Source: an optimization exercise on an open RTL-to-GDS flow (aim: small area). Production flows keep margins and buffers that such runs may drop.
The RTL was checked by simulation tests, not by an equivalence proof against the original design.

<file path="flow/design.v">
module wfq_sched (
    input  wire        clk,
    input  wire        rst,
    input  wire        enq_valid,
    input  wire [3:0]  enq_queue,
    input  wire [12:0] enq_len,
    input  wire        enq_green,
    output wire        enq_ready,
    input  wire        cfg_we,
    input  wire [3:0]  cfg_queue,
    input  wire [7:0]  cfg_weight,
    input  wire [15:0] elig,
    output reg         grant_valid,
    output reg  [3:0]  grant_queue,
    output reg  [12:0] grant_len,
    output reg         grant_green,
    output reg  [31:0] grant_finish
);
    reg [31:0] vtime;
    reg [7:0]  weight [0:15];    
    reg [3:0]  vld    [0:15];
    reg [31:0] fin    [0:63];    
    reg [12:0] len    [0:63];
    reg        grn    [0:63];
    reg [3:0]  hsel   [0:15];    
    reg [31:0] head_fin [0:15];
    reg [12:0] head_len [0:15];
    reg [15:0] head_grn;
    reg [15:0] head_ge;          
    reg [15:0] cand;
    wire [31:0] pivot = vtime ^ 32'h8000_0000;
    integer q, k, b;
    function automatic ge32(input [31:0] a, input [31:0] b);
        integer n;
        reg cy;
        begin
            cy = 1'b1;
            for (n = 0; n < 32; n = n + 1)
                cy = (a[n] & ~b[n]) | (cy & (a[n] | ~b[n]));
            ge32 = cy;
        end
    endfunction
    always @(*) begin
        for (q = 0; q < 16; q = q + 1) begin
            hsel[q] = vld[q] & ~{1'b0, vld[q][3:1]};
            head_fin[q] = 32'd0;
            head_grn[q] = 1'b0;
            head_len[q] = 13'd0;
            for (k = 0; k < 4; k = k + 1) begin
                head_len[q] = head_len[q] | ({13{hsel[q][k]}} & len[q*4+k]);
                head_fin[q] = head_fin[q] | ({32{hsel[q][k]}} & fin[q*4+k]);
                head_grn[q] = head_grn[q] | (hsel[q][k] & grn[q*4+k]);
            end
            head_ge[q] = ge32(head_fin[q], pivot);
            cand[q]    = vld[q][0] & elig[q];
        end
    end
    reg [15:0] c;
    reg [15:0] keep;
    reg [15:0] fbit;
    reg [15:0] onehot;
    always @(*) begin
        grant_valid = |cand;
        c = cand;
        keep = c & head_grn;
        grant_green = |keep;
        if (|keep) c = keep;
        keep = c & head_ge;
        if (|keep) c = keep;
        for (b = 31; b >= 0; b = b - 1) begin
            for (q = 0; q < 16; q = q + 1)
                fbit[q] = head_fin[q][b];
            keep = c & ~fbit;
            grant_finish[b] = ~|keep;
            if (|keep) c = keep;
        end
        onehot = c & ~{c[14:0] | {c[13:0], 1'b0} | {c[12:0], 2'b0} | {c[11:0], 3'b0} |
                       {c[10:0], 4'b0} | {c[9:0], 5'b0} | {c[8:0], 6'b0} | {c[7:0], 7'b0} |
                       {c[6:0], 8'b0} | {c[5:0], 9'b0} | {c[4:0], 10'b0} | {c[3:0], 11'b0} |
                       {c[2:0], 12'b0} | {c[1:0], 13'b0} | {c[0], 14'b0}, 1'b0};
        grant_queue = 4'd0;
        for (q = 0; q < 16; q = q + 1)
            grant_queue = grant_queue | ({4{onehot[q]}} & q[3:0]);
        grant_len = 13'd0;
        for (q = 0; q < 16; q = q + 1)
            grant_len = grant_len | ({13{onehot[q]}} & head_len[q]);
    end
    wire [15:0] enq_sel   = 16'd1 << enq_queue;
    reg  [3:0]  enq_vld;
    reg  [31:0] tail_fin;
    reg  [7:0]  enq_w;
    integer     t;
    always @(*) begin
        enq_vld  = 4'd0;
        tail_fin = 32'd0;
        enq_w    = 8'd0;
        for (t = 0; t < 16; t = t + 1) begin
            enq_vld  = enq_vld  | ({4{enq_sel[t]}}  & vld[t]);
            tail_fin = tail_fin | ({32{enq_sel[t]}} & fin[t*4]);
            enq_w    = enq_w    | ({8{enq_sel[t]}}  & weight[t]);
        end
    end
    wire        tail_lo   = ge32({1'b0, tail_fin[30:0]}, {1'b0, vtime[30:0]});
    wire        tail_pos  = (tail_fin[31] ^ vtime[31] ^ tail_lo) && (tail_fin != vtime);
    wire [31:0] start_tag = (enq_vld[0] && tail_pos) ? tail_fin : vtime;
    wire [20:0] dividend = {enq_len, 8'd0};
    reg  [20:0] quot;
    reg  [8:0]  rem, trial, diff;
    reg  [8:0]  dsr;
    reg         bw;
    integer j, n;
    always @(*) begin
        dsr = {1'b0, enq_w};
        rem = 9'd0;
        for (j = 20; j >= 0; j = j - 1) begin
            trial = {rem[7:0], dividend[j]};
            bw = 1'b0;
            for (n = 0; n < 9; n = n + 1) begin
                diff[n] = trial[n] ^ dsr[n] ^ bw;
                bw      = (~trial[n] & (dsr[n] | bw)) | (dsr[n] & bw);
            end
            quot[j] = ~bw;
            rem = bw ? trial : diff;
        end
    end
    wire [20:0] incr    = {quot[20:1], quot[0] | (enq_len == 13'd0)};
    reg  [20:0] pg, pp, gen, prop;
    reg  [20:0] sum_lo;
    integer     d, m;
    always @(*) begin
        gen  = start_tag[20:0] & incr;
        prop = start_tag[20:0] ^ incr;
        pg   = gen;
        pp   = prop;
        for (d = 1; d < 21; d = d * 2)
            for (m = 0; m < 21; m = m + 1)
                if (m & d) begin
                    pg[m] = pg[m] | (pp[m] & pg[(m & ~(d - 1)) - 1]);
                    pp[m] = pp[m] & pp[(m & ~(d - 1)) - 1];
                end
        sum_lo = prop ^ {pg[19:0], 1'b0};
    end
    wire [10:0] hi_inc  = start_tag[31:21] + 11'd1;
    wire [31:0] enq_fin = {pg[20] ? hi_inc : start_tag[31:21], sum_lo};
    assign enq_ready = ~enq_vld[3];
    wire do_enq = enq_valid & ~enq_vld[3];
    integer i;
    always @(posedge clk) begin
        if (rst) begin
            vtime <= 32'd0;
            for (i = 0; i < 16; i = i + 1) begin
                weight[i] <= 8'd16;
                vld[i]    <= 4'd0;
            end
        end else begin
            if (grant_valid)
                vtime <= grant_finish;
            for (i = 0; i < 16; i = i + 1) begin
                if (do_enq && enq_queue == i && !(grant_valid && onehot[i]))
                    vld[i] <= {vld[i][2:0], 1'b1};
                else if (!(do_enq && enq_queue == i) && grant_valid && onehot[i])
                    vld[i] <= {1'b0, vld[i][3:1]};
            end
            if (cfg_we)
                weight[cfg_queue] <= (cfg_weight == 8'd0) ? 8'd1 : cfg_weight;
        end
    end
    always @(posedge clk) begin
        if (do_enq) begin
            for (i = 0; i < 16; i = i + 1) begin
                if (enq_queue == i) begin
                    fin[i*4+3] <= fin[i*4+2];
                    fin[i*4+2] <= fin[i*4+1];
                    fin[i*4+1] <= fin[i*4+0];
                    fin[i*4+0] <= enq_fin;
                    len[i*4+3] <= len[i*4+2];
                    len[i*4+2] <= len[i*4+1];
                    len[i*4+1] <= len[i*4+0];
                    len[i*4+0] <= enq_len;
                    grn[i*4+3] <= grn[i*4+2];
                    grn[i*4+2] <= grn[i*4+1];
                    grn[i*4+1] <= grn[i*4+0];
                    grn[i*4+0] <= enq_green;
                end
            end
        end
    end
endmodule
</file>
<file path="flow/flow/run.sh">
#!/bin/bash
# Own layout flow: the standard layout (standard.sh), with these changes:
#  - synthesis: the ABC step maps for area (flow/area.abc) instead of ORFS's
#    speed script, and adders are left to ABC (no full-adder extraction);
#    registers, their names and cell types are the standard synthesis's;
#  - CTS: sink clusters of up to 25 flip-flops, no dummy loads;
#  - port buffers are buf_1 cells;
#  - up to 12 rounds of antenna repair after detailed routing.
# Each tool's full output is in orfs/logs/ (per ORFS step) and make_finish.log.
set -euo pipefail
W=$(pwd)
# ORFS's synth.tcl, with the ABC script swapped
sed '/^source \$::env(SCRIPTS_DIR)\/synth_preamble.tcl/a set abc_args [lreplace $abc_args 1 1 '"$W"'/flow/area.abc]' \
    "$FLOW_HOME/scripts/synth.tcl" > "$W/own_synth_core.tcl"
grep -q 'flow/area.abc' "$W/own_synth_core.tcl"
# The standard flow's synthesis wrapper, sourcing that copy
sed 's#source \$::env(SCRIPTS_DIR)/synth.tcl#source '"$W"'/own_synth_core.tcl#' \
    "$W/synth_recipe.tcl" > "$W/own_synth.tcl"
grep -q own_synth_core "$W/own_synth.tcl"
CTS="-sink_clustering_enable -repair_clock_nets -dont_use_dummy_load -sink_clustering_size 25 -sink_clustering_max_diameter 70"
bash "$W/standard.sh" SYNTH_SCRIPT="$W/own_synth.tcl" ADDER_MAP_FILE= "CTS_ARGS=$CTS" "BUFFER_PORTS_ARGS=-buffer_cell sky130_fd_sc_hd__buf_1" MAX_REPAIR_ANTENNAS_ITER_DRT=12 finish > "$W/make_finish.log" 2>&1
</file>
<file path="flow/standard.sh">
#!/bin/bash
# synth_recipe.tcl (not shown) runs the flow's synth.tcl, then flattens the netlist and writes it again
# the make line also repeats each setting of config.mk as NAME=value (left out here)
make -C /OpenROAD-flow-scripts/flow DESIGN_CONFIG=/design/flow/config.mk WORK_HOME=/design/flow/orfs CLKGATE_MAP_FILE= SYNTH_SCRIPT=/design/flow/synth_recipe.tcl "${@:-finish}"
</file>
<file path="flow/flow/area.abc">
strash
dc2
dc2
&get -n
&dch -f
&nf -R 1000 -p -F 8 -C 32
&put
strash
dc2
&get -n
&dch -f
&nf -R 1000 -p -F 8 -C 32
&put
</file>
<file path="flow/constraint.sdc">
create_clock -name core_clock -period 80.0 [get_ports {clk}]
set_input_delay 16.0000 -clock core_clock [delete_from_list [all_inputs] [get_ports {clk}]]
set_output_delay 16.0000 -clock core_clock [all_outputs]
set_load 0.01 [all_outputs]
</file>
<file path="flow/config.mk">
export PLATFORM = sky130hd
export DESIGN_NAME = wfq_sched
export DESIGN_NICKNAME = wfq_sched
export VERILOG_FILES = /design/flow/design.v
export SDC_FILE = /design/flow/constraint.sdc
export NUM_CORES = 8
export LEC_CHECK = 0
export CAP_MARGIN = 20
export CORE_MARGIN = 2
export CORE_UTILIZATION = 60
export SETUP_SLACK_MARGIN = 2
export SLEW_MARGIN = 20
</file>
==> results by group, run 1 <==
Critical path
  • CP dominant cell by count: o21ai_0
  • CP arrival: 59.49 ns
  • Crit-path max FO: 28
  • Critical path type: in2out
  • Slowest stage delay, CP: 0.62 ns
  • CP max stage cell: and4_1
  • Setup crit end kind: output port
  • R2r setup slk: 21.96 ns
  • Critical Path RT: 64.00 ns
  • CP Launch Type: primary input

Route
  • Final ANT Viol Nets: 0
  • DR WL/cell: 44.01 um
  • DRC viols: 0
  • TritonRoute pass-1 iters: 13
  • Vias: 103,600
  • Via density: 8.218
  • Routed wire length: 554,500 um
  • Iteration-0 DRC Markers: 25,460

Place
  • GP Congestion: 1.002
  • Placed instance area: 0.1390 mm^2
  • Port Buffers: 101
  • DP HPWL: 362,400 um
  • DP Worst Slack: 1.045 ns

Die
  • Die area: 0.2222 mm^2
  • Rows: 171
  • Die W: 471.4 um
  • I/O pin count: 102
  • Core ar.: 0.2172 mm^2
  • Effective utilization at floorplan: 60.36%
  • Die Y-Extent: 471.4 um

Clocking
  • CTS tree: yes
  • Clock sink count: 3,168
  • Clock transition at path regs: 0.07 ns
  • H-tree depth reported by CTS: 4
  • Clk root buf: clkbuf_16
  • Cts hold-fix bufs: 0
  • Max Buffers Root-to-Sink: 3
  • Worst-Skew Late Latency: 0.90 ns
  • TritonCTS buffer count: 167

Final layout
  • Post-layout util: 66.29%
  • # fillers: 14,890
  • Layout Nets: 9,712
  • Design area: 0.1439 mm^2
  • Area delta synth->final: 9.814%
  • Multi-input gate area: 0.03727 mm^2
  • Layout cells sized above 1: 7.774%
  • Register area: 0.09423 mm^2

Timing
  • Fmax: 13.25 MHz
  • RSZ-0062 raised after global routing: false
  • Final critical-path required period: 75.49 ns
  • Hold Vio Cnt, Final: 0
  • Final setup vio count: 0
  • Final setup skew: 0.1262 ns
  • Final period utilization: 94.36%
  • Fin. max-slew vios: 0
  • Setup ws final: 4.509 ns
  • Slew at the pin closest to its max-slew limit: 1.333 ns
  • Worst slew margin: 11.11%

Worst hold path
  • Hold Path Class: reg2reg

Global routing
  • Grt met3 use: 20.84%
  • First-pass GRT wire length: 750,000 um
  • Vias in the first global route: 94,920
  • Met2 usage in global routing: 67.94%
  • GRT Resource Usage Total: 48.67%
  • Total gr overflow: 0
  • Met1 Resource Use GR: 62.75%
  • Global routing's busiest layer: met2
  • Initial antenna violation count: 48
  • Largest net degree at the start of global routing: 139

Yosys
  • Leading area contributor after synthesis: edfxtp_1
  • Top post-synthesis cells by count: 3,072 x edfxtp_1, 1,012 x nand2_1, 830 x a222oi_1, 501 x a21oi_1, 499 x nor2_1
  • Post-synth net total: 9,022
  • Register bit total from synthesis: 3,168
  • Synth top area share: 70.37%
  • Prevailing post-synth register cell: edfxtp_1
  • Syn avg cell area: 14.61 um^2
  • Synth Warn #: 8
  • Distinct cells, synth: 55
  • Top post-synthesis cells by area: edfxtp_1 70%, a222oi_1 6.3%, nand2_1 2.9%, a21oi_1 1.9%, a21boi_0 1.7%
  • Seq/Total Area, Yosys: 71.84%
  • Cell Area, Synth: 0.1311 mm^2
  • Ys async rst share: 0%
  • Cell with the most instances after synthesis: edfxtp_1
  • Post-Syn Instances: 8,972
  • Post-synth EDFFs: 3,072

Status
  • Status: no timing/DRC/antenna violations

Flow run
  • Max-Cap Viols: 0
-- per-layer routing --
layer	wire length, um	vias to the layer above	part of all wire [%]
met5	485	-	0.087
met4	44250	32	8.0
met3	100500	2539	18
met2	229800	11770	41
met1	179400	49920	32
li1	-	39290	-
-- critical path, delay by kind of cell --
kind | cells | cell delay (ns)
compound gates | 87 | 22.97
buf+inv | 20 | 4.57
simple gates | 68 | 15.77
-- cell families after synthesis --
family,count (synthesis),share of synthesized area (%)
DFF,3168,71.84
xor gates and xnor gates,172,1.149
and+or+nand+nor,2186,7.470
buffers and inverters,178,0.5097
AOI/OAI and AO/OA,3199,18.50
adders and majority gates,69,0.5269
-- registers in the layout, indices dropped and copies added, names as in the netlist --
signal,count
len,832
weight,128
vld,64
grn,64
fin,2048
vtime,32
-- area by class of cell --
class                           count  share of cell area [%]
Sequential cell                  3168                   65.46
Multi-Input combinational cell   5630                   25.89
Clock buffer                      167                   2.903
Timing Repair Buffer              517                   2.615
Tap cell                         2854                   2.481
Inverter                          178                  0.5007
Antenna cell                       86                  0.1495
-- cells in the final DEF (no fill, tap or decap), types with 25 or more instances in the layout --
| cell type | n |
|---|---|
| edfxtp_1 | 3072 |
| nand2_1 | 1007 |
| a222oi_1 | 830 |
| a21oi_1 | 499 |
| nor2_1 | 470 |
| buf_4 | 397 |
| o21ai_0 | 360 |
| a21boi_0 | 284 |
| a22oi_1 | 247 |
| o22ai_1 | 242 |
| clkinv_1 | 171 |
| clkbuf_16 | 167 |
| a221oi_1 | 155 |
| xnor2_1 | 113 |
| a22o_1 | 104 |
| buf_1 | 98 |
| diode_2 | 86 |
| o21a_1 | 85 |
| and3_1 | 85 |
| nor3_1 | 83 |
| nand4_1 | 82 |
| dfxtp_1 | 80 |
| nand3_1 | 77 |
| maj3_1 | 69 |
| a21o_1 | 65 |
| and2_0 | 62 |
| o221ai_1 | 50 |
| nand2b_1 | 48 |
| o211ai_1 | 47 |
| xor2_1 | 43 |
| nor2b_4 | 39 |
| o21bai_1 | 31 |
| o221a_1 | 27 |
| or4_1 | 27 |
| nor4_1 | 26 |
| nor2b_1 | 26 |
| a221o_1 | 25 |
-- what timing repair did --
item                                    in CTS  in global routing
setup buffers                                0                 18
pin swaps                                    1                 11
endpoints found under the hold margin        0                  0
endpoints found under the setup margin      17                114
gates resized for setup                      5                 43
cloned                                       0                  4
-- per-stage QoR --
step | instances | hold WS (ns) | TNS [ns]
after floorplan | 8972 | 0.4211 | 0
after global placement | 12310 | 0.4233 | -2.411
after detailed placement | 12320 | 0.4285 | 0
after CTS | 12490 | 0.3754 | 0
after global routing | 12520 | 0.3886 | 0
final | 12600 | 0.3718 | 0
-- final timing paths --
kind	startpoint	to	cells after the start
setup reg to reg	weight[9][5]$_SDFFCE_PN0P_	fin[40][30]$_DFFE_PP_	288
hold / removal	fin[13][9]$_DFFE_PP_	fin[14][9]$_DFFE_PP_	0
setup / recovery	elig[2]	grant_queue[2]	175
hold reg to reg	fin[13][9]$_DFFE_PP_	fin[14][9]$_DFFE_PP_	0
==> run 2, diff against run 1 <==
--- a/flow/config.mk
+++ b/flow/config.mk
@@ -7,6 +7,6 @@
 export LEC_CHECK = 0
 export CAP_MARGIN = 20
 export CORE_MARGIN = 2
-export CORE_UTILIZATION = 60
+export CORE_UTILIZATION = 55
 export SETUP_SLACK_MARGIN = 2
 export SLEW_MARGIN = 20
==> results by group, run 2 <==
Worst hold path
  • Hold endpoint: fin[51][3]$_DFFE_PP_ (was fin[14][9]$_DFFE_PP_)
  • Hold Path Class: reg2reg (unchanged)
  • Worst Hold Launch: fin[50][3]$_DFFE_PP_ (was fin[13][9]$_DFFE_PP_)
  • Worst Hold Path Cells: 0 (unchanged)

Yosys
  • Top post-synthesis cells by area: edfxtp_1 70%, a222oi_1 6.3%, nand2_1 2.9%, a21oi_1 1.9%, a21boi_0 1.7% (unchanged)
  • Prevailing post-synth register cell: edfxtp_1 (unchanged)
  • Syn avg cell area: 14.61 um^2 (unchanged)
  • Leading area contributor after synthesis: edfxtp_1 (unchanged)
  • Synth Warn #: 8 (unchanged)
  • Post-synth EDFFs: 3,072 (unchanged)
  • Ys async rst share: 0% (unchanged)
  • Post-Syn Instances: 8,972 (unchanged)
  • Post-synth net total: 9,022 (unchanged)
  • Seq/Total Area, Yosys: 71.84% (unchanged)
  • Top post-synthesis cells by count: 3,072 x edfxtp_1, 1,012 x nand2_1, 830 x a222oi_1, 501 x a21oi_1, 499 x nor2_1 (unchanged)
  • Synth top area share: 70.37% (unchanged)
  • Register bit total from synthesis: 3,168 (unchanged)
  • Cell with the most instances after synthesis: edfxtp_1 (unchanged)
  • Cell Area, Synth: 0.1311 mm^2 (unchanged)
  • Distinct cells, synth: 55 (unchanged)

Timing
  • Worst slew margin: 12.35% (was 11.11%)
  • Final critical-path required period: 75.07 ns (was 75.49 ns)
  • Hold Vio Cnt, Final: 0 (unchanged)
  • Fmax: 13.32 MHz (was 13.25 MHz)
  • Final setup TNS: 0 ns (unchanged)
  • Final setup skew: 0.1478 ns (was 0.1262 ns)
  • Fin. max-slew vios: 0 (unchanged)
  • Slew at the pin closest to its max-slew limit: 1.315 ns (was 1.333 ns)
  • RSZ-0062 raised after global routing: false (unchanged)
  • Final setup vio count: 0 (unchanged)
  • Final period utilization: 93.84% (was 94.36%)

Die
  • Rows: 179 (was 171)
  • I/O pin count: 102 (unchanged)
  • Die Y-Extent: 492.2 um (was 471.4 um)
  • Die W: 492.2 um (was 471.4 um)
  • Die area: 0.2423 mm^2 (was 0.2222 mm^2)
  • Core ar.: 0.2374 mm^2 (was 0.2172 mm^2)
  • Effective utilization at floorplan: 55.22% (was 60.36%)

Flow run
  • Max-Cap Viols: 0 (unchanged)

Global routing
  • First-pass GRT wire length: 756,500 um (was 750,000 um)
  • GRT Resource Usage Total: 45.09% (was 48.67%)
  • Initial antenna violation count: 47 (was 48)
  • Largest net degree at the start of global routing: 140 (was 139)
  • Total gr overflow: 0 (unchanged)
  • Vias in the first global route: 92,910 (was 94,920)

Final layout
  • Layout cells sized above 1: 8.015% (was 7.774%)
  • Layout Nets: 9,734 (was 9,712)
  • Commonest non-fill, non-tap cell in the layout: edfxtp_1 (unchanged)
  • Largest regs: fin (2048), len (832), weight (128) (unchanged)
  • Largest register FFs: 2,048 (unchanged)
  • Area delta synth->final: 10.21% (was 9.814%)
  • Non-filler cells, final: 12,920 (was 12,600)
  • Most flops, register: fin (unchanged)
  • Post-layout util: 60.85% (was 66.29%)
  • # fillers: 17,870 (was 14,890)
  • Most frequent cells in the layout: 3,072 x edfxtp_1, 1,006 x nand2_1, 830 x a222oi_1 (was 3,072 x edfxtp_1, 1,007 x nand2_1, 830 x a222oi_1)

Clocking
  • Clk root buf: clkbuf_16 (unchanged)
  • H-tree depth reported by CTS: 4 (unchanged)
  • Max Buffers Root-to-Sink: 3 (unchanged)
  • Worst-Skew Late Latency: 0.90 ns (about the same)
  • Clock sink count: 3,168 (unchanged)
  • Clock transition at path regs: 0.10 ns (was 0.07 ns)
  • Cts hold-fix bufs: 0 (unchanged)
  • TritonCTS buffer count: 169 (was 167)
  • CTS tree: yes (unchanged)

Route
  • DR WL/cell: 43.49 um (was 44.01 um)
  • Via density: 7.878 (was 8.218)
  • TritonRoute pass-1 iters: 12 (was 13)
  • DRC viols: 0 (unchanged)
  • Iteration-0 DRC Markers: 23,250 (was 25,460)
  • Final ANT Viol Nets: 0 (unchanged)
  • Vias: 101,800 (was 103,600)
  • Routed wire length: 562,000 um (was 554,500 um)

Place
  • GP Congestion: 0.9698 (was 1.002)
  • DP Cell Count: 12,650 (was 12,320)
  • Port Buffers: 101 (unchanged)
  • DP HPWL: 369,100 um (was 362,400 um)

Critical path
  • CP arrival: 59.07 ns (was 59.49 ns)
  • Reg-to-reg critical path startpoint: weight[15][5]$_SDFFCE_PN0P_ (was weight[9][5]$_SDFFCE_PN0P_)
  • Slowest stage delay, CP: 0.62 ns (about the same)
  • Crit-path max FO: 19 (was 28)
  • Setup crit end kind: output port (unchanged)
  • CP Launch Type: primary input (unchanged)
  • R2r setup slk: 22.41 ns (was 21.96 ns)
  • R2R depth: 288 (unchanged)
  • Critical Path RT: 64.00 ns (about the same)
  • CP dominant cell by count: o21ai_0 (unchanged)
  • Critical path type: in2out (unchanged)
  • CP max stage cell: or4_1 (was and4_1)
  • Worst r2r dst: fin[20][31]$_DFFE_PP_ (was fin[40][30]$_DFFE_PP_)

Status
  • Status: no timing/DRC/antenna violations (unchanged)
==> run 2: repair_timing <==
action | in CTS | in global routing
buffers inserted | 0 | 23
pin swaps | 1 | 11
endpoints found under the setup margin | 17 | 66
resized for setup | 5 | 37
gates cloned | 1 | 2
==> run 2: routing by layer <==
layer  wire length [um]  GRT usage, %
met5                142             0
met4              43750         27.86
met3              90930         15.22
met2             236600         64.26
met1             190600         59.82
==> run 2: how the worst max path moves through the flow <==
stage	start	end	slack (ns)	depth (start not counted)
2_1_floorplan	elig[11]	grant_len[11]	2.17	167
3_3_place_gp	elig[9]	grant_len[1]	0.46	181
3_5_place_dp	elig[5]	grant_len[1]	0.86	183
4_1_cts	elig[5]	grant_len[1]	2.07	180
5_1_grt	elig[5]	grant_len[0]	2.00	191
6_report	elig[5]	grant_len[12]	4.93	189
==> run 2: cells by family (layout without fill, tap and decap cells) <==
| group | after synthesis | in the layout | synth area share (%) |
|---|---|---|---|
| AOI/OAI and AO/OA | 3199 | 3200 | 18.50 |
| xor gates and xnor gates | 172 | 172 | 1.149 |
| adders and majority gates | 69 | 69 | 0.5269 |
| buffers and inverters | 178 | 885 | 0.5097 |
| DFF | 3168 | 3168 | 71.84 |
| other | 0 | 72 | 0 |
| and+or+nand+nor | 2186 | 2188 | 7.470 |
==> run 2: layout make-up <==
class / count / area [um^2] / area share (%)
Tap cell: 3167 / 3963 / 2.743
Timing Repair Buffer: 538 / 3902 / 2.701
Inverter: 178 / 725.7 / 0.5023
Antenna cell: 72 / 180.2 / 0.1247
Sequential cell: 3168 / 94230 / 65.23
Clock buffer: 169 / 4229 / 2.927
Multi-Input combinational cell: 5629 / 37240 / 25.78
==> run 2: through the flow <==
stage / hold slack (ns) / setup WS [ns] / instance area (um^2)
2_1_floorplan: 0.4211 / 2.166 / 131100
3_3_place_gp: 0.4245 / 0.4552 / 139400
3_5_place_dp: 0.4285 / 0.8550 / 139600
4_1_cts: 0.3545 / 2.069 / 143900
5_1_grt: 0.3558 / 2.003 / 144300
6_report: 0.3554 / 4.929 / 144500
==> run 2: critical path: cells and delay by family <==
family	cells	cell delay (ns)
AND/OR/NAND/NOR	68	15.32
AO/OA/AOI/OAI	91	21.50
buffers and inverters	30	6.13
==> run 3, diff against run 2 <==
--- a/flow/design.v
+++ b/flow/design.v
@@ -123,25 +123,8 @@
             rem = bw ? trial : diff;
         end
     end
-    wire [20:0] incr    = {quot[20:1], quot[0] | (enq_len == 13'd0)};
-    reg  [20:0] pg, pp, gen, prop;
-    reg  [20:0] sum_lo;
-    integer     d, m;
-    always @(*) begin
-        gen  = start_tag[20:0] & incr;
-        prop = start_tag[20:0] ^ incr;
-        pg   = gen;
-        pp   = prop;
-        for (d = 1; d < 21; d = d * 2)
-            for (m = 0; m < 21; m = m + 1)
-                if (m & d) begin
-                    pg[m] = pg[m] | (pp[m] & pg[(m & ~(d - 1)) - 1]);
-                    pp[m] = pp[m] & pp[(m & ~(d - 1)) - 1];
-                end
-        sum_lo = prop ^ {pg[19:0], 1'b0};
-    end
-    wire [10:0] hi_inc  = start_tag[31:21] + 11'd1;
-    wire [31:0] enq_fin = {pg[20] ? hi_inc : start_tag[31:21], sum_lo};
+    wire [31:0] incr    = {11'd0, quot[20:1], quot[0] | (enq_len == 13'd0)};
+    wire [31:0] enq_fin = start_tag + incr;
     assign enq_ready = ~enq_vld[3];
     wire do_enq = enq_valid & ~enq_vld[3];
     integer i;
--- a/flow/flow/run.sh
+++ b/flow/flow/run.sh
@@ -4,8 +4,7 @@
 #    speed script, and adders are left to ABC (no full-adder extraction);
 #    registers, their names and cell types are the standard synthesis's;
 #  - CTS: sink clusters of up to 25 flip-flops, no dummy loads;
-#  - port buffers are buf_1 cells;
-#  - up to 12 rounds of antenna repair after detailed routing.
+#  - port buffers are buf_1 cells.
 # Each tool's full output is in orfs/logs/ (per ORFS step) and make_finish.log.
 set -euo pipefail
 W=$(pwd)
@@ -18,4 +17,4 @@
     "$W/synth_recipe.tcl" > "$W/own_synth.tcl"
 grep -q own_synth_core "$W/own_synth.tcl"
 CTS="-sink_clustering_enable -repair_clock_nets -dont_use_dummy_load -sink_clustering_size 25 -sink_clustering_max_diameter 70"
-bash "$W/standard.sh" SYNTH_SCRIPT="$W/own_synth.tcl" ADDER_MAP_FILE= "CTS_ARGS=$CTS" "BUFFER_PORTS_ARGS=-buffer_cell sky130_fd_sc_hd__buf_1" MAX_REPAIR_ANTENNAS_ITER_DRT=12 finish > "$W/make_finish.log" 2>&1
+bash "$W/standard.sh" SYNTH_SCRIPT="$W/own_synth.tcl" ADDER_MAP_FILE= "CTS_ARGS=$CTS" "BUFFER_PORTS_ARGS=-buffer_cell sky130_fd_sc_hd__buf_1" finish > "$W/make_finish.log" 2>&1
--- a/flow/config.mk
+++ b/flow/config.mk
@@ -7,6 +7,5 @@
 export LEC_CHECK = 0
 export CAP_MARGIN = 20
 export CORE_MARGIN = 2
-export CORE_UTILIZATION = 55
-export SETUP_SLACK_MARGIN = 2
+export CORE_UTILIZATION = 60
 export SLEW_MARGIN = 20
==> results by group, run 3 <==
Status
  • Status: no timing/DRC/antenna violations (unchanged)

Final layout
  • Post-layout util: 66.27% (was 60.85%)
  • Area delta synth->final: 9.875% (was 10.21%)
  • Commonest non-fill, non-tap cell in the layout: edfxtp_1 (unchanged)
  • Largest register FFs: 2,048 (unchanged)
  • Non-filler cells, final: 12,580 (was 12,920)
  • Most frequent cells in the layout: 3,072 x edfxtp_1, 898 x nand2_1, 829 x a222oi_1 (was 3,072 x edfxtp_1, 1,006 x nand2_1, 830 x a222oi_1)
  • Most flops, register: fin (unchanged)
  • # fillers: 14,830 (was 17,870)
  • Layout cells sized above 1: 8.147% (was 8.015%)
  • Layout Nets: 9,688 (was 9,734)
  • Design area: 0.1438 mm^2 (was 0.1445 mm^2)
  • Largest regs: fin (2048), len (832), weight (128) (unchanged)

Timing
  • Final critical-path required period: 77.50 ns (was 75.07 ns)
  • Final period utilization: 96.88% (was 93.84%)
  • Setup ws final: 2.500 ns (was 4.929 ns)
  • Final setup TNS: 0 ns (unchanged)
  • Final setup vio count: 0 (unchanged)
  • Fin. max-slew vios: 0 (unchanged)
  • Hold Vio Cnt, Final: 0 (unchanged)
  • Worst slew margin: 10.02% (was 12.35%)
  • Fmax: 12.90 MHz (was 13.32 MHz)
  • Slew at the pin closest to its max-slew limit: 1.338 ns (was 1.315 ns)
  • Final setup skew: 0.1052 ns (was 0.1478 ns)

Clocking
  • Worst-Skew Late Latency: 0.92 ns (was 0.90 ns)
  • Clock sink count: 3,168 (unchanged)
  • CTS tree: yes (unchanged)
  • Clock transition at path regs: 0.09 ns (was 0.10 ns)
  • TritonCTS buffer count: 166 (was 169)
  • Clk root buf: clkbuf_16 (unchanged)
  • H-tree depth reported by CTS: 4 (unchanged)
  • Max Buffers Root-to-Sink: 3 (unchanged)

Place
  • GP Congestion: 0.9863 (was 0.9698)
  • DP Worst Slack: 2.179 ns (was 0.8550 ns)
  • Placed instance area: 0.1392 mm^2 (was 0.1396 mm^2)
  • DP Cell Count: 12,320 (was 12,650)
  • DP HPWL: 373,300 um (was 369,100 um)
  • Port Buffers: 101 (unchanged)

Yosys
  • Synth top area share: 70.49% (was 70.37%)
  • Post-Synth XOR/XNOR Area: 1.185% (was 1.149%)
  • Top post-synthesis cells by area: edfxtp_1 70%, a222oi_1 6.3%, nand2_1 2.6%, a21oi_1 2.2%, a21boi_0 1.8% (was edfxtp_1 70%, a222oi_1 6.3%, nand2_1 2.9%, a21oi_1 1.9%, a21boi_0 1.7%)
  • Cell with the most instances after synthesis: edfxtp_1 (unchanged)
  • Top post-synthesis cells by count: 3,072 x edfxtp_1, 900 x nand2_1, 829 x a222oi_1, 567 x a21oi_1, 448 x nor2_1 (was 3,072 x edfxtp_1, 1,012 x nand2_1, 830 x a222oi_1, 501 x a21oi_1, 499 x nor2_1)
  • Post-synth EDFFs: 3,072 (unchanged)
  • Post-Syn Instances: 8,909 (was 8,972)
  • Distinct cells, synth: 54 (was 55)
  • Multiplexer share of the synthesized area: 0.01530% (was 0%)
  • Ys async rst share: 0% (unchanged)
  • Prevailing post-synth register cell: edfxtp_1 (unchanged)
  • Adder-cell share of the synthesized area: 0.4513% (was 0.5269%)
  • Cell Area, Synth: 0.1309 mm^2 (was 0.1311 mm^2)
  • Synth Warn #: 8 (unchanged)
  • Leading area contributor after synthesis: edfxtp_1 (unchanged)
  • Post-synthesis simple-gate area fraction: 7.117% (was 7.470%)
  • Post-synth net total: 8,959 (was 9,022)
  • Compound-cell area share of the yosys netlist: 18.86% (was 18.50%)
  • Largest family of logic cells by synthesized area: compound AO/OA/AOI/OAI gates (unchanged)
  • Syn avg cell area: 14.69 um^2 (was 14.61 um^2)
  • Seq/Total Area, Yosys: 71.96% (was 71.84%)
  • Register bit total from synthesis: 3,168 (unchanged)

Worst hold path
  • Hold Path Class: reg2reg (unchanged)
  • Worst Hold Path Cells: 0 (unchanged)

Die
  • Effective utilization at floorplan: 60.32% (was 55.22%)
  • Rows: 171 (was 179)
  • Core ar.: 0.2170 mm^2 (was 0.2374 mm^2)
  • Die area: 0.2219 mm^2 (was 0.2423 mm^2)
  • I/O pin count: 102 (unchanged)
  • Die Y-Extent: 471.0 um (was 492.2 um)
  • Die W: 471.0 um (was 492.2 um)

Global routing
  • Total gr overflow: 0 (unchanged)
  • Vias in the first global route: 97,260 (was 92,910)
  • Initial antenna violation count: 45 (was 47)
  • GRT Resource Usage Total: 49.63% (was 45.09%)
  • Largest net degree at the start of global routing: 139 (was 140)
  • First-pass GRT wire length: 762,900 um (was 756,500 um)

Critical path
  • CP dominant cell by count: o21ai_0 (unchanged)
  • Slowest stage delay, CP: 0.68 ns (was 0.62 ns)
  • CP max stage cell: and4_1 (was or4_1)
  • Crit-path max FO: 19 (unchanged)
  • Critical path type: in2out (unchanged)
  • Setup crit end kind: output port (unchanged)
  • Critical Path RT: 64.00 ns (about the same)
  • CP Launch Type: primary input (unchanged)
  • CP arrival: 61.50 ns (was 59.07 ns)
  • R2R depth: 285 (was 288)

Flow run
  • Max-Cap Viols: 0 (unchanged)

Route
  • Routed wire length: 565,600 um (was 562,000 um)
  • Vias: 103,900 (was 101,800)
  • DRC viols: 0 (unchanged)
  • Iteration-0 DRC Markers: 25,100 (was 23,250)
  • TritonRoute pass-1 iters: 14 (was 12)
  • Via density: 8.264 (was 7.878)
  • Final ANT Viol Nets: 0 (unchanged)
  • DR WL/cell: 44.98 um (was 43.49 um)
==> run 3: cell count changes after synthesis, sizes merged, moves of 25 or more <==
cell	change
a21o	-41
a21oi	+66
a22oi	+35
clkinv	-34
nand2	-112
nor2	-51
o211ai	-25
o21a	+70
o21ai	+65
==> run 3: layout make-up <==
class | count | area (um^2) | area share, %
Antenna cell | 86 | 215.2 | 0.1497
Clock buffer | 166 | 4154 | 2.889
Inverter | 144 | 540.5 | 0.3759
Multi-Input combinational cell | 5597 | 37060 | 25.78
Sequential cell | 3168 | 94230 | 65.54
Tap cell | 2854 | 3571 | 2.484
Timing Repair Buffer | 561 | 4008 | 2.787
==> run 3: worst paths after layout <==
kind / startpoint / to / slack, ns
hold / removal: fin[53][12]$_DFFE_PP_ / fin[54][12]$_DFFE_PP_ / 0.39
setup reg to reg: weight[4][3]$_SDFFCE_PN0P_ / fin[4][31]$_DFFE_PP_ / 24.67
hold reg to reg: fin[53][12]$_DFFE_PP_ / fin[54][12]$_DFFE_PP_ / 0.39
setup / recovery: elig[6] / grant_len[2] / 2.50
==> run 3: what timing repair did <==
| item | CTS | global route |
|---|---|---|
| buffers inserted | 0 | 0 |
| hold buffers | 0 | 0 |
| resized for setup | 0 | 15 |
| endpoints found under the setup margin | 0 | 17 |
==> run 3: worst max-delay path, delay by kind of cell <==
family	cells	cell delay, ns
AND/OR/NAND/NOR	68	16.48
buffers and inverters	27	6.14
AO/OA/AOI/OAI	88	22.72
==> run 3: per-stage QoR <==
stage	hold WS, ns
6_report	0.3920
3_3_place_gp	0.4225
4_1_cts	0.3952
2_1_floorplan	0.4211
3_5_place_dp	0.4283
5_1_grt	0.3950
==> run 3: metal layers <==
| layer | share of wire [%] | track usage (%) | vias to the layer above |
|---|---|---|---|
| met5 | 0.19 | 2.877 | - |
| met4 | 8.5 | 33.58 | 33 |
| met3 | 18 | 22.34 | 2821 |
| li1 | - | - | 39160 |
| met2 | 42 | 70.32 | 11920 |
| met1 | 31 | 60.89 | 50000 |
==> run 3: logic make-up (layout without fill, tap and decap cells) <==
logic type / Yosys count / count (layout)
DFF: 3168 / 3168
muxes: 2 / 2
adders and majority gates: 59 / 59
other: 0 / 86
AOI/OAI and AO/OA: 3313 / 3313
buffers and inverters: 144 / 871
xor gates and xnor gates: 177 / 177
and+or+nand+nor: 2046 / 2046
==> run 4, diff against run 3 <==
--- a/flow/design.v
+++ b/flow/design.v
@@ -17,14 +17,13 @@
     output reg  [31:0] grant_finish
 );
     reg [31:0] vtime;
-    reg [7:0]  weight [0:15];    
+    reg [7:0]  weight [0:15];
     reg [3:0]  vld    [0:15];
     reg [31:0] fin    [0:63];    
     reg [12:0] len    [0:63];
     reg        grn    [0:63];
     reg [3:0]  hsel   [0:15];    
     reg [31:0] head_fin [0:15];
-    reg [12:0] head_len [0:15];
     reg [15:0] head_grn;
     reg [15:0] head_ge;          
     reg [15:0] cand;
@@ -45,9 +44,7 @@
             hsel[q] = vld[q] & ~{1'b0, vld[q][3:1]};
             head_fin[q] = 32'd0;
             head_grn[q] = 1'b0;
-            head_len[q] = 13'd0;
             for (k = 0; k < 4; k = k + 1) begin
-                head_len[q] = head_len[q] | ({13{hsel[q][k]}} & len[q*4+k]);
                 head_fin[q] = head_fin[q] | ({32{hsel[q][k]}} & fin[q*4+k]);
                 head_grn[q] = head_grn[q] | (hsel[q][k] & grn[q*4+k]);
             end
@@ -83,26 +80,16 @@
             grant_queue = grant_queue | ({4{onehot[q]}} & q[3:0]);
         grant_len = 13'd0;
         for (q = 0; q < 16; q = q + 1)
-            grant_len = grant_len | ({13{onehot[q]}} & head_len[q]);
+            for (k = 0; k < 4; k = k + 1)
+                grant_len = grant_len | ({13{onehot[q] & hsel[q][k]}} & len[q*4+k]);
     end
-    wire [15:0] enq_sel   = 16'd1 << enq_queue;
-    reg  [3:0]  enq_vld;
-    reg  [31:0] tail_fin;
-    reg  [7:0]  enq_w;
-    integer     t;
-    always @(*) begin
-        enq_vld  = 4'd0;
-        tail_fin = 32'd0;
-        enq_w    = 8'd0;
-        for (t = 0; t < 16; t = t + 1) begin
-            enq_vld  = enq_vld  | ({4{enq_sel[t]}}  & vld[t]);
-            tail_fin = tail_fin | ({32{enq_sel[t]}} & fin[t*4]);
-            enq_w    = enq_w    | ({8{enq_sel[t]}}  & weight[t]);
-        end
-    end
+    wire [3:0]  enq_vld   = vld[enq_queue];
+    wire [31:0] tail_fin  = fin[{enq_queue, 2'd0}];
     wire        tail_lo   = ge32({1'b0, tail_fin[30:0]}, {1'b0, vtime[30:0]});
     wire        tail_pos  = (tail_fin[31] ^ vtime[31] ^ tail_lo) && (tail_fin != vtime);
     wire [31:0] start_tag = (enq_vld[0] && tail_pos) ? tail_fin : vtime;
+    wire [7:0]  wq        = weight[enq_queue];
+    wire [7:0]  enq_w     = wq;
     wire [20:0] dividend = {enq_len, 8'd0};
     reg  [20:0] quot;
     reg  [8:0]  rem, trial, diff;
==> flow/flow/area.abc (replaced) <==
strash
dc2
&get -n
&dch -f
&nf -R 1000 -p -F 8 -C 32
&put
==> results by group, run 4 <==
Global routing
  • GRT Resource Usage Total: 47.12% (was 49.63%)
  • Total gr overflow: 0 (unchanged)
  • First-pass GRT wire length: 725,700 um (was 762,900 um)
  • Largest net degree at the start of global routing: 147 (was 139)
  • Initial antenna violation count: 40 (was 45)
  • Vias in the first global route: 91,620 (was 97,260)

Route
  • DRC viols: 0 (unchanged)
  • DR WL/cell: 43.39 um (was 44.98 um)
  • TritonRoute pass-1 iters: 13 (was 14)
  • Final ANT Viol Nets: 0 (unchanged)
  • Via density: 7.983 (was 8.264)
  • Vias: 98,740 (was 103,900)
  • Iteration-0 DRC Markers: 22,390 (was 25,100)
  • Routed wire length: 536,700 um (was 565,600 um)

Timing
  • Slew at the pin closest to its max-slew limit: 1.424 ns (was 1.338 ns)
  • Setup ws final: 1.883 ns (was 2.500 ns)
  • Fin. max-slew vios: 0 (unchanged)
  • Hold Vio Cnt, Final: 0 (unchanged)
  • Worst slew margin: 5.088% (was 10.02%)
  • Final setup TNS: 0 ns (unchanged)
  • Final period utilization: 97.65% (was 96.88%)
  • Final critical-path required period: 78.12 ns (was 77.50 ns)
  • Fmax: 12.80 MHz (was 12.90 MHz)
  • Final setup skew: 0.1037 ns (was 0.1052 ns)
  • Final setup vio count: 0 (unchanged)

Critical path
  • Critical Path RT: 64.00 ns (about the same)
  • Slowest stage delay, CP: 0.62 ns (was 0.68 ns)
  • Crit-path max FO: 18 (was 19)
  • CP dominant cell by count: o21ai_0 (unchanged)
  • Crit-path leading delay family: compound AO/OA/AOI/OAI gates (unchanged)
  • Critical path buffers and inverters: 33 (was 27)
  • Crit. path cell count: 199 (was 183)
  • Setup crit end kind: output port (unchanged)
  • CP arrival: 62.12 ns (was 61.50 ns)
  • R2R depth: 222 (was 285)
  • CP max stage cell: a21oi_1 (was and4_1)
  • R2r setup slk: 21.54 ns (was 24.67 ns)
  • Critical path type: in2out (unchanged)
  • CP Launch Type: primary input (unchanged)

Yosys
  • Compound-cell area share of the yosys netlist: 16.25% (was 18.86%)
  • Top post-synthesis cells by area: edfxtp_1 70%, a222oi_1 5.9%, maj3_1 3.2%, nand2_1 2.2%, a21boi_0 1.6% (was edfxtp_1 70%, a222oi_1 6.3%, nand2_1 2.6%, a21oi_1 2.2%, a21boi_0 1.8%)
  • Top post-synthesis cells by count: 3,072 x edfxtp_1, 778 x a222oi_1, 765 x nand2_1, 416 x maj3_1, 393 x nor2_1 (was 3,072 x edfxtp_1, 900 x nand2_1, 829 x a222oi_1, 567 x a21oi_1, 448 x nor2_1)
  • Post-synth net total: 8,791 (was 8,959)
  • Post-Synth XOR/XNOR Area: 0.9863% (was 1.185%)
  • Post-synthesis simple-gate area fraction: 7.105% (was 7.117%)
  • Multiplexer share of the synthesized area: 0.04665% (was 0.01530%)
  • Seq/Total Area, Yosys: 71.65% (was 71.96%)
  • Adder-cell share of the synthesized area: 3.168% (was 0.4513%)
  • Syn avg cell area: 15.04 um^2 (was 14.69 um^2)
  • Leading area contributor after synthesis: edfxtp_1 (unchanged)
  • Synth top area share: 70.19% (was 70.49%)
  • Ys async rst share: 0% (unchanged)
  • Distinct cells, synth: 60 (was 54)
  • Prevailing post-synth register cell: edfxtp_1 (unchanged)
  • Post-Syn Instances: 8,741 (was 8,909)
  • Cell with the most instances after synthesis: edfxtp_1 (unchanged)
  • Synth Warn #: 7 (was 8)
  • Post-synth EDFFs: 3,072 (unchanged)
  • Register bit total from synthesis: 3,168 (unchanged)
  • Largest family of logic cells by synthesized area: compound AO/OA/AOI/OAI gates (unchanged)
  • Cell Area, Synth: 0.1314 mm^2 (was 0.1309 mm^2)

Clocking
  • Clock transition at path regs: 0.09 ns (about the same)
  • Cts hold-fix bufs: 0 (unchanged)
  • Clock sink count: 3,168 (unchanged)
  • H-tree depth reported by CTS: 4 (unchanged)
  • Clk root buf: clkbuf_16 (unchanged)
  • TritonCTS buffer count: 168 (was 166)
  • Worst-Skew Late Latency: 0.88 ns (was 0.92 ns)
  • Max Buffers Root-to-Sink: 3 (unchanged)
  • CTS tree: yes (unchanged)

Final layout
  • Most flops, register: fin (unchanged)
  • Non-filler cells, final: 12,370 (was 12,580)
  • Most frequent cells in the layout: 3,072 x edfxtp_1, 778 x a222oi_1, 760 x nand2_1 (was 3,072 x edfxtp_1, 898 x nand2_1, 829 x a222oi_1)
  • Largest regs: fin (2048), len (832), weight (128) (unchanged)
  • Area delta synth->final: 9.738% (was 9.875%)
  • Commonest non-fill, non-tap cell in the layout: edfxtp_1 (unchanged)
  • # fillers: 14,920 (was 14,830)
  • Multi-input gate area: 0.03723 mm^2 (was 0.03706 mm^2)
  • Layout cells sized above 1: 8.267% (was 8.147%)
  • Largest register FFs: 2,048 (unchanged)
  • Post-layout util: 66.34% (was 66.27%)
  • Layout Nets: 9,487 (was 9,688)
  • Register area: 0.09421 mm^2 (was 0.09423 mm^2)

Place
  • DP HPWL: 365,000 um (was 373,300 um)
  • DP Cell Count: 12,100 (was 12,320)
  • GP Congestion: 1.065 (was 0.9863)
  • Port Buffers: 101 (unchanged)
  • DP Worst Slack: 0.08922 ns (was 2.179 ns)

Worst hold path
  • Worst Hold Path Cells: 0 (unchanged)
  • Hold Path Class: reg2reg (unchanged)

Die
  • Die area: 0.2228 mm^2 (was 0.2219 mm^2)
  • Effective utilization at floorplan: 60.46% (was 60.32%)
  • Rows: 171 (unchanged)
  • I/O pin count: 102 (unchanged)
  • Die W: 472.0 um (was 471.0 um)
  • Core ar.: 0.2174 mm^2 (was 0.2170 mm^2)
  • Die Y-Extent: 472.0 um (was 471.0 um)

Status
  • Status: no timing/DRC/antenna violations (unchanged)

Flow run
  • Max-Cap Viols: 0 (unchanged)
run 4: changes by cell type after synthesis, sizes merged, moves of 51 or more:
cell	delta
a222oi	-51
nor2	-55
a22oi	-56
o22ai	-83
a221o	+63
nand2	-135
a21oi	-262
maj3	+357
clkinv	+133
o21ai	-99
nor3	+56
run 4: through the flow:
step	cell area (um^2)	hold WS, ns
floorplan	131400	0.4211
global placement	139400	0.4228
detailed placement	139400	0.4276
CTS	143600	0.4049
global route	144000	0.3993
finish	144200	0.4112
run 4: routing by layer:
metal  global-route usage, %  vias to the layer above  part of all wire [%]
met2                   66.82                    10210                    42
met1                   60.04                    48190                    33
li1                        -                    38150                     -
met4                   29.89                       25                   7.7
met3                   19.52                     2178                    17
met5                  0.4975                        -                 0.070
run 4: repair_timing:
action	4_1_cts	5_1_grt
gates resized for setup	1	52
setup buffers	0	19
pin swaps	0	4
setup endpoints to repair	2	17
run 4: final cells by class:
| type | count | area share [%] |
|---|---|---|
| flip-flops and latches | 3168 | 65.32 |
| repair buffers | 526 | 2.599 |
| inverters | 277 | 0.7314 |
| clock buffers | 168 | 2.915 |
| diodes | 80 | 0.1388 |
| multi-input cells | 5296 | 25.82 |
| well taps | 2854 | 2.476 |
run 4: kinds of logic (layout without fill, tap and decap cells):
| family | count (synthesis) | count (layout) |
|---|---|---|
| AOI/OAI and AO/OA | 2743 | 2743 |
| other | 0 | 80 |
| adders and majority gates | 416 | 416 |
| muxes | 6 | 6 |
| buffers and inverters | 277 | 971 |
| xor gates and xnor gates | 148 | 148 |
| and+or+nand+nor | 1983 | 1983 |
| DFF | 3168 | 3168 |
run 4: path summary, 6_finish.rpt:
| path | start | endpoint |
|---|---|---|
| setup / recovery | elig[9] | grant_len[4] |
| hold / removal | len[60][10]$_DFFE_PP_ | len[61][10]$_DFFE_PP_ |
| setup reg to reg | vld[14][1]$_SDFFE_PP0P_ | vld[15][2]$_SDFFE_PP0P_ |
| hold reg to reg | len[60][10]$_DFFE_PP_ | len[61][10]$_DFFE_PP_ |

==> static timing again, ports no longer ideal <==
In the flow no input, the clock included, has a driving cell. The finished layouts below were timed again as built, in two steps. Step 1 (the two cells are an assumption about what drives the block):
set clk [get_ports {clk}]
set_driving_cell -lib_cell sky130_fd_sc_hd__clkbuf_16 $clk
set_driving_cell -lib_cell sky130_fd_sc_hd__buf_2 [delete_from_list [all_inputs] $clk]
Step 2 adds t to the input delays and takes it off the output delays; t is the mean of the earliest and latest rising clock arrival at the registers after step 1. Input paths then give back, and output paths get back, about the clock's delay inside the block. Slacks: ideal / step 1 / step 2; pairs: ideal / step 1.
| run | t, ns | setup WS [ns] | worst setup path after step 2 | slew at the worst register clock pin (ns) |
|---|---|---|---|---|
| run 1 | 0.943 | 4.509 / 4.483 / 4.483 | input to output | 0.11 / 0.11 |
| run 2 | 0.930 | 4.929 / 4.897 / 4.897 | input to output | 0.11 / 0.11 |
| run 3 | 0.977 | 2.500 / 2.473 / 2.473 | input to output | 0.10 / 0.10 |
| run 4 | 0.947 | 1.883 / 1.859 / 1.859 | input to output | 0.11 / 0.11 |
After both steps every run listed still meets setup and hold. For run 2, which loses most, drivers alone change the setup slack by -0.032 ns; drivers and shift together by -0.032 ns.
